Background: an optimization exercise with open tools, aiming at small area, a short achievable clock period and few clock cycles per item. Do not read the settings as production practice.
In this exercise RTL edits were held to simulation tests only and were not proved equivalent to the original.

v6:
// hlp_crc
module hlp_crc (
    input  wire         clk,
    input  wire         rst,
    input  wire         req_valid,
    output wire         req_ready,
    input  wire [63:0]  req_b,
    input  wire [9:0]   req_tag,
    input  wire [255:0] req_data,
    output wire         rsp_valid,
    input  wire         rsp_ready,
    output wire [63:0]  rsp_data,
    output wire [9:0]   rsp_tag
);
Size in the first run: about 8300 cells after synthesis, roughly 420 flip-flops, roughly 410 I/O pins.
export LEC_CHECK = 0
export CAP_MARGIN = 30
export CORE_MARGIN = 2
export CORE_UTILIZATION = 25
export PLACE_DENSITY = 0.4
export SLEW_MARGIN = 30
export SYNTH_HIERARCHICAL = 1
export SYNTH_MINIMUM_KEEP_SIZE = 0
create_clock -name core_clock -period 80.0 [get_ports {clk}]
standard.sh (not shown) runs the stock make flow with config.mk's settings and CLKGATE_MAP_FILE= SYNTH_SCRIPT=/design/flow/synth_recipe.tcl, a recipe that flattens the netlist after the stock synthesis.
==> flow/flow/run.sh <==
#!/bin/bash
set -euo pipefail
PLATFORM_DONT_USE="sky130_fd_sc_hd__probe_p_8 sky130_fd_sc_hd__probec_p_8 sky130_fd_sc_hd__lpflow_bleeder_1 sky130_fd_sc_hd__lpflow_clkbufkapwr_1 sky130_fd_sc_hd__lpflow_clkbufkapwr_16 sky130_fd_sc_hd__lpflow_clkbufkapwr_2 sky130_fd_sc_hd__lpflow_clkbufkapwr_4 sky130_fd_sc_hd__lpflow_clkbufkapwr_8 sky130_fd_sc_hd__lpflow_clkinvkapwr_1 sky130_fd_sc_hd__lpflow_clkinvkapwr_16 sky130_fd_sc_hd__lpflow_clkinvkapwr_2 sky130_fd_sc_hd__lpflow_clkinvkapwr_4 sky130_fd_sc_hd__lpflow_clkinvkapwr_8 sky130_fd_sc_hd__lpflow_decapkapwr_12 sky130_fd_sc_hd__lpflow_decapkapwr_3 sky130_fd_sc_hd__lpflow_decapkapwr_4 sky130_fd_sc_hd__lpflow_decapkapwr_6 sky130_fd_sc_hd__lpflow_decapkapwr_8 sky130_fd_sc_hd__lpflow_inputiso0n_1 sky130_fd_sc_hd__lpflow_inputiso0p_1 sky130_fd_sc_hd__lpflow_inputiso1n_1 sky130_fd_sc_hd__lpflow_inputiso1p_1 sky130_fd_sc_hd__lpflow_inputisolatch_1 sky130_fd_sc_hd__lpflow_isobufsrc_1 sky130_fd_sc_hd__lpflow_isobufsrc_16 sky130_fd_sc_hd__lpflow_isobufsrc_2 sky130_fd_sc_hd__lpflow_isobufsrc_4 sky130_fd_sc_hd__lpflow_isobufsrc_8 sky130_fd_sc_hd__lpflow_isobufsrckapwr_16 sky130_fd_sc_hd__lpflow_lsbuf_lh_hl_isowell_tap_1 sky130_fd_sc_hd__lpflow_lsbuf_lh_hl_isowell_tap_2 sky130_fd_sc_hd__lpflow_lsbuf_lh_hl_isowell_tap_4 sky130_fd_sc_hd__lpflow_lsbuf_lh_isowell_4 sky130_fd_sc_hd__lpflow_lsbuf_lh_isowell_tap_1 sky130_fd_sc_hd__lpflow_lsbuf_lh_isowell_tap_2 sky130_fd_sc_hd__lpflow_lsbuf_lh_isowell_tap_4"
bash standard.sh "BUFFER_PORTS_ARGS=-buffer_cell sky130_fd_sc_hd__buf_1" \
    "DONT_USE_CELLS=$PLATFORM_DONT_USE sky130_fd_sc_hd__xor2_2 sky130_fd_sc_hd__xor2_4 sky130_fd_sc_hd__xnor2_2 sky130_fd_sc_hd__xnor2_4" \
    finish > standard.log 2>&1
Testbench counts of v6, summed over its fixed seeds: cycles 10,506, items 2,400.
[inputs] v7 vs v6
--- a/flow/design.v
+++ b/flow/design.v
@@ -11,18 +11,19 @@
     output wire [63:0]  rsp_data,
     output wire [9:0]   rsp_tag
 );
     localparam [63:0] ERR_BAD_ARG = 64'h8000_0010_0000_0009;
     reg         tk_q;
     reg  [255:0] d_q;
     reg  [9:0]  n_q;         
     reg         nhi_q;       
     reg         bc_q;        
+    reg  [31:0] bv_q;
     reg         rdy_q;
     reg         act_q;       
     reg  [9:0]  rem_q;       
     reg  [31:0] s_q;         
     reg  [2:0]  prof_q;      
     reg  [9:0]  tag_q;
     reg         bad_q;
     reg         spend_q;     
     reg         rv_q;
@@ -80,19 +81,19 @@
     wire        take    = req_valid && rdy_q;
     wire        first   = !act_q;
     wire        n_bad   = nhi_q || (n_q == 10'd0) || (n_q[9] && (n_q[8:0] != 9'd0));
     wire [2:0]  prof    = prof_q;
     wire        bad     = first ? (n_bad || (prof_q == 3'd7)) : bad_q;
     wire [9:0]  rem     = first ? n_q : rem_q;
     wire        last    = first ? (n_bad || (n_q <= 10'd32)) : (rem_q <= 10'd32);
     wire [4:0]  sh      = last ? (5'd0 - rem[4:0]) : 5'd0;    
     wire [5:0]  w_b     = p_width(prof_q);
-    wire [31:0] prev_b  = (s_q & wmask(w_b)) ^ (p_xorout(prof_q) & wmask(w_b));
+    wire [31:0] prev_b  = (bv_q & wmask(w_b)) ^ (p_xorout(prof_q) & wmask(w_b));
     wire [31:0] start_x = bc_q ? prev_b : p_init(prof_q);
     wire [31:0] start_r = p_refl(prof_q) ? rev32(start_x) : (start_x << (6'd32 - w_b));
     wire [31:0] s_in    = first ? start_r : s_q;
     wire        refl    = p_refl(prof);
     wire [255:0] tr, t0, t1, t2, t3, t4, u;
     genvar gk, gm, gi;
     generate
         for (gk = 0; gk < 32; gk = gk + 1) begin : g_rf
             for (gm = 0; gm < 8; gm = gm + 1) begin : g_b
@@ -10116,26 +10117,25 @@
         end
     endgenerate
     wire        pv_nx   = r_free ? (pv_q && nres) : (pv_q || nres);
     wire        spend_nx = nres && !r_free && pv_q;
     always @(posedge clk) begin
         d_q    <= req_data;
         n_q    <= req_b[9:0];
         nhi_q  <= (req_b[15:10] != 6'd0);
         bc_q   <= req_b[19];
+        bv_q   <= req_b[63:32];
         if (rdy_q && cmd0) begin
             prof_q <= req_b[18:16];
             tag_q  <= req_tag;
-            s_q    <= req_b[63:32];
-        end else if (tk_q) begin
-            s_q    <= s_nx;
         end
         if (tk_q) begin
+            s_q    <= s_nx;
             bad_q  <= bad;
             rem_q  <= rem - 10'd32;
         end
         r_q    <= r_d[31:0];
         rbad_q <= r_d[32];
         rtag_q <= r_d[42:33];
         if (p_ld) begin
             p_q    <= f_dat;
             pbad_q <= f_bad;
[summary]
Global-route wire length before repair for v7: about 1% down relative to v6
Share of the cycle needed by the critical path after routing delta (v6 -> v7): insignificant
Final critical delay including setup and external delays for v7: 0.030 ns up relative to v6
v6 and v7 ended up with nearly the same die area.
Testbench counts of v7, summed over its fixed seeds: cycles 10,506, items 2,400.

* * *

Setup of main:
hlp_crc with an RTL version that a note above also has.
For scale: about 8300 cells after synthesis.
export LEC_CHECK = 0
export CAP_MARGIN = 30
export CORE_MARGIN = 2
export CORE_UTILIZATION = 25
export PLACE_DENSITY = 0.4
export SLEW_MARGIN = 30
export SYNTH_HIERARCHICAL = 1
export SYNTH_MINIMUM_KEEP_SIZE = 0
create_clock -name core_clock -period 80.0 [get_ports {clk}]
==> flow/flow/run.sh <==
#!/bin/bash
set -euo pipefail
PLATFORM_DONT_USE="sky130_fd_sc_hd__probe_p_8 sky130_fd_sc_hd__probec_p_8 sky130_fd_sc_hd__lpflow_bleeder_1 sky130_fd_sc_hd__lpflow_clkbufkapwr_1 sky130_fd_sc_hd__lpflow_clkbufkapwr_16 sky130_fd_sc_hd__lpflow_clkbufkapwr_2 sky130_fd_sc_hd__lpflow_clkbufkapwr_4 sky130_fd_sc_hd__lpflow_clkbufkapwr_8 sky130_fd_sc_hd__lpflow_clkinvkapwr_1 sky130_fd_sc_hd__lpflow_clkinvkapwr_16 sky130_fd_sc_hd__lpflow_clkinvkapwr_2 sky130_fd_sc_hd__lpflow_clkinvkapwr_4 sky130_fd_sc_hd__lpflow_clkinvkapwr_8 sky130_fd_sc_hd__lpflow_decapkapwr_12 sky130_fd_sc_hd__lpflow_decapkapwr_3 sky130_fd_sc_hd__lpflow_decapkapwr_4 sky130_fd_sc_hd__lpflow_decapkapwr_6 sky130_fd_sc_hd__lpflow_decapkapwr_8 sky130_fd_sc_hd__lpflow_inputiso0n_1 sky130_fd_sc_hd__lpflow_inputiso0p_1 sky130_fd_sc_hd__lpflow_inputiso1n_1 sky130_fd_sc_hd__lpflow_inputiso1p_1 sky130_fd_sc_hd__lpflow_inputisolatch_1 sky130_fd_sc_hd__lpflow_isobufsrc_1 sky130_fd_sc_hd__lpflow_isobufsrc_16 sky130_fd_sc_hd__lpflow_isobufsrc_2 sky130_fd_sc_hd__lpflow_isobufsrc_4 sky130_fd_sc_hd__lpflow_isobufsrc_8 sky130_fd_sc_hd__lpflow_isobufsrckapwr_16 sky130_fd_sc_hd__lpflow_lsbuf_lh_hl_isowell_tap_1 sky130_fd_sc_hd__lpflow_lsbuf_lh_hl_isowell_tap_2 sky130_fd_sc_hd__lpflow_lsbuf_lh_hl_isowell_tap_4 sky130_fd_sc_hd__lpflow_lsbuf_lh_isowell_4 sky130_fd_sc_hd__lpflow_lsbuf_lh_isowell_tap_1 sky130_fd_sc_hd__lpflow_lsbuf_lh_isowell_tap_2 sky130_fd_sc_hd__lpflow_lsbuf_lh_isowell_tap_4"
bash standard.sh "BUFFER_PORTS_ARGS=-buffer_cell sky130_fd_sc_hd__buf_1" \
    "DONT_USE_CELLS=$PLATFORM_DONT_USE sky130_fd_sc_hd__xor2_2 sky130_fd_sc_hd__xor2_4 sky130_fd_sc_hd__xnor2_2 sky130_fd_sc_hd__xnor2_4 sky130_fd_sc_hd__mux2i_2 sky130_fd_sc_hd__mux2i_4 sky130_fd_sc_hd__mux2_4" \
    finish > standard.log 2>&1
Testbench counts of main, summed over its fixed seeds: cycles 10,506, items 2,400.
Here is what was changed in the inputs of the feature branch compared with main.
--- a/flow/design.v
+++ b/flow/design.v
@@ -9,23 +9,22 @@
     output wire         rsp_valid,
     input  wire         rsp_ready,
     output wire [63:0]  rsp_data,
     output wire [9:0]   rsp_tag
 );
     localparam [63:0] ERR_BAD_ARG = 64'h8000_0010_0000_0009;
     reg         tk_q;
     reg  [255:0] d_q;
     reg  [9:0]  n_q;         
     reg         nhi_q;       
     reg         bc_q;        
-    reg  [31:0] bv_q;
     reg         rdy_q;
     reg         act_q;       
     reg  [9:0]  rem_q;       
     reg  [31:0] s_q;         
     reg  [2:0]  prof_q;      
     reg  [9:0]  tag_q;
     reg         bad_q;
     reg         spend_q;     
     reg         rv_q;
     reg  [31:0] r_q;         
     reg         rbad_q;
@@ -79,23 +78,23 @@
     endfunction
     assign req_ready = rdy_q;
     wire        take    = req_valid && rdy_q;
     wire        first   = !act_q;
     wire        n_bad   = nhi_q || (n_q == 10'd0) || (n_q[9] && (n_q[8:0] != 9'd0));
     wire [2:0]  prof    = prof_q;
     wire        bad     = first ? (n_bad || (prof_q == 3'd7)) : bad_q;
     wire [9:0]  rem     = first ? n_q : rem_q;
     wire        last    = first ? (n_bad || (n_q <= 10'd32)) : (rem_q <= 10'd32);
     wire [4:0]  sh      = last ? (5'd0 - rem[4:0]) : 5'd0;    
     wire [5:0]  w_b     = p_width(prof_q);
-    wire [31:0] prev_b  = (bv_q & wmask(w_b)) ^ (p_xorout(prof_q) & wmask(w_b));
+    wire [31:0] prev_b  = (s_q & wmask(w_b)) ^ (p_xorout(prof_q) & wmask(w_b));
     wire [31:0] start_x = bc_q ? prev_b : p_init(prof_q);
     wire [31:0] start_r = p_refl(prof_q) ? rev32(start_x) : (start_x << (6'd32 - w_b));
     wire [31:0] s_in    = first ? start_r : s_q;
     wire        refl    = p_refl(prof);
     wire [255:0] tr, t0, t1, t2, t3, t4, u;
     genvar gk, gm, gi;
     generate
         for (gk = 0; gk < 32; gk = gk + 1) begin : g_rf
             for (gm = 0; gm < 8; gm = gm + 1) begin : g_b
                 hlp_crc_mxi u_m (.s(refl), .a(d_q[8 * gk + 7 - gm]), .b(d_q[8 * gk + gm]),
                                  .y(tr[8 * (31 - gk) + gm]));
@@ -10115,29 +10114,30 @@
         for (gi = 0; gi < 43; gi = gi + 1) begin : g_r
             hlp_crc_mx2 u_mx (.s(r_ld), .a(r_new[gi]), .b(r_cur[gi]), .y(r_d[gi]));
         end
     endgenerate
     wire        pv_nx   = r_free ? (pv_q && nres) : (pv_q || nres);
     wire        spend_nx = nres && !r_free && pv_q;
     always @(posedge clk) begin
         d_q    <= req_data;
         n_q    <= req_b[9:0];
         nhi_q  <= (req_b[15:10] != 6'd0);
         bc_q   <= req_b[19];
-        bv_q   <= req_b[63:32];
         if (rdy_q && cmd0) begin
             prof_q <= req_b[18:16];
             tag_q  <= req_tag;
+            s_q    <= req_b[63:32];
+        end else if (tk_q) begin
+            s_q    <= s_nx;
         end
         if (tk_q) begin
-            s_q    <= s_nx;
             bad_q  <= bad;
             rem_q  <= rem - 10'd32;
         end
         r_q    <= r_d[31:0];
         rbad_q <= r_d[32];
         rtag_q <= r_d[42:33];
         if (p_ld) begin
             p_q    <= f_dat;
             pbad_q <= f_bad;
             ptag_q <= f_tag;
         end
## What came out
The feature branch | stages: all done | timing, DRC, antenna: all pass. Going from main to the feature branch, routing usage on met3 +2.7 points, wire length of the first global-routing pass +about 1.5%. Note that the number of flip-flops and latches recorded for the feature branch amounts to 0.929 times the value seen in main. Clock network area share across main and the feature branch: no real change.
Testbench counts of the feature branch, summed over its fixed seeds: cycles 10,506, items 2,400.

==> afterwards: timing with drivers on the ports <==
The flow's constraints put no driver on any port. The routed layouts listed below were extracted and timed again, unchanged, in two steps. Step 1 (the two cells are an assumption about what drives the block):
set clk [get_ports {clk}]
set_driving_cell -lib_cell sky130_fd_sc_hd__clkbuf_16 $clk
set_driving_cell -lib_cell sky130_fd_sc_hd__buf_2 [delete_from_list [all_inputs] $clk]
Step 2 moves the port delays by t, midway between the first and last clock arrival at a register: inputs arrive t later, outputs are due t later. That takes back most of the time a late clock gives input paths. a / b / c = no drivers / after step 1 / after step 2; a / b = the first two.
| run | t, ns | setup WS [ns] | worst hold slack (ns) | worst setup path at the end | worst register clock-pin slew, ns |
|---|---|---|---|---|---|
| v6 | 0.761 | 62.783 / 62.687 / 62.387 | 0.453 / 0.453 / 0.453 | input to register | 0.07 / 0.07 |
| v7 | 0.759 | 62.752 / 62.654 / 62.603 | 0.447 / 0.447 / 0.447 | input to register | 0.07 / 0.07 |
| main | 0.750 | 62.824 / 62.732 / 62.267 | 0.456 / 0.456 / 0.456 | input to register | 0.08 / 0.08 |
| the feature branch | 0.757 | 62.666 / 62.707 / 61.983 | 0.452 / 0.452 / 0.452 | input to register | 0.07 / 0.07 |
After both steps setup and hold are still met in every run listed. The setup slack of the feature branch, which loses most, moves by +0.041 ns with the drivers and by -0.683 ns with both steps.
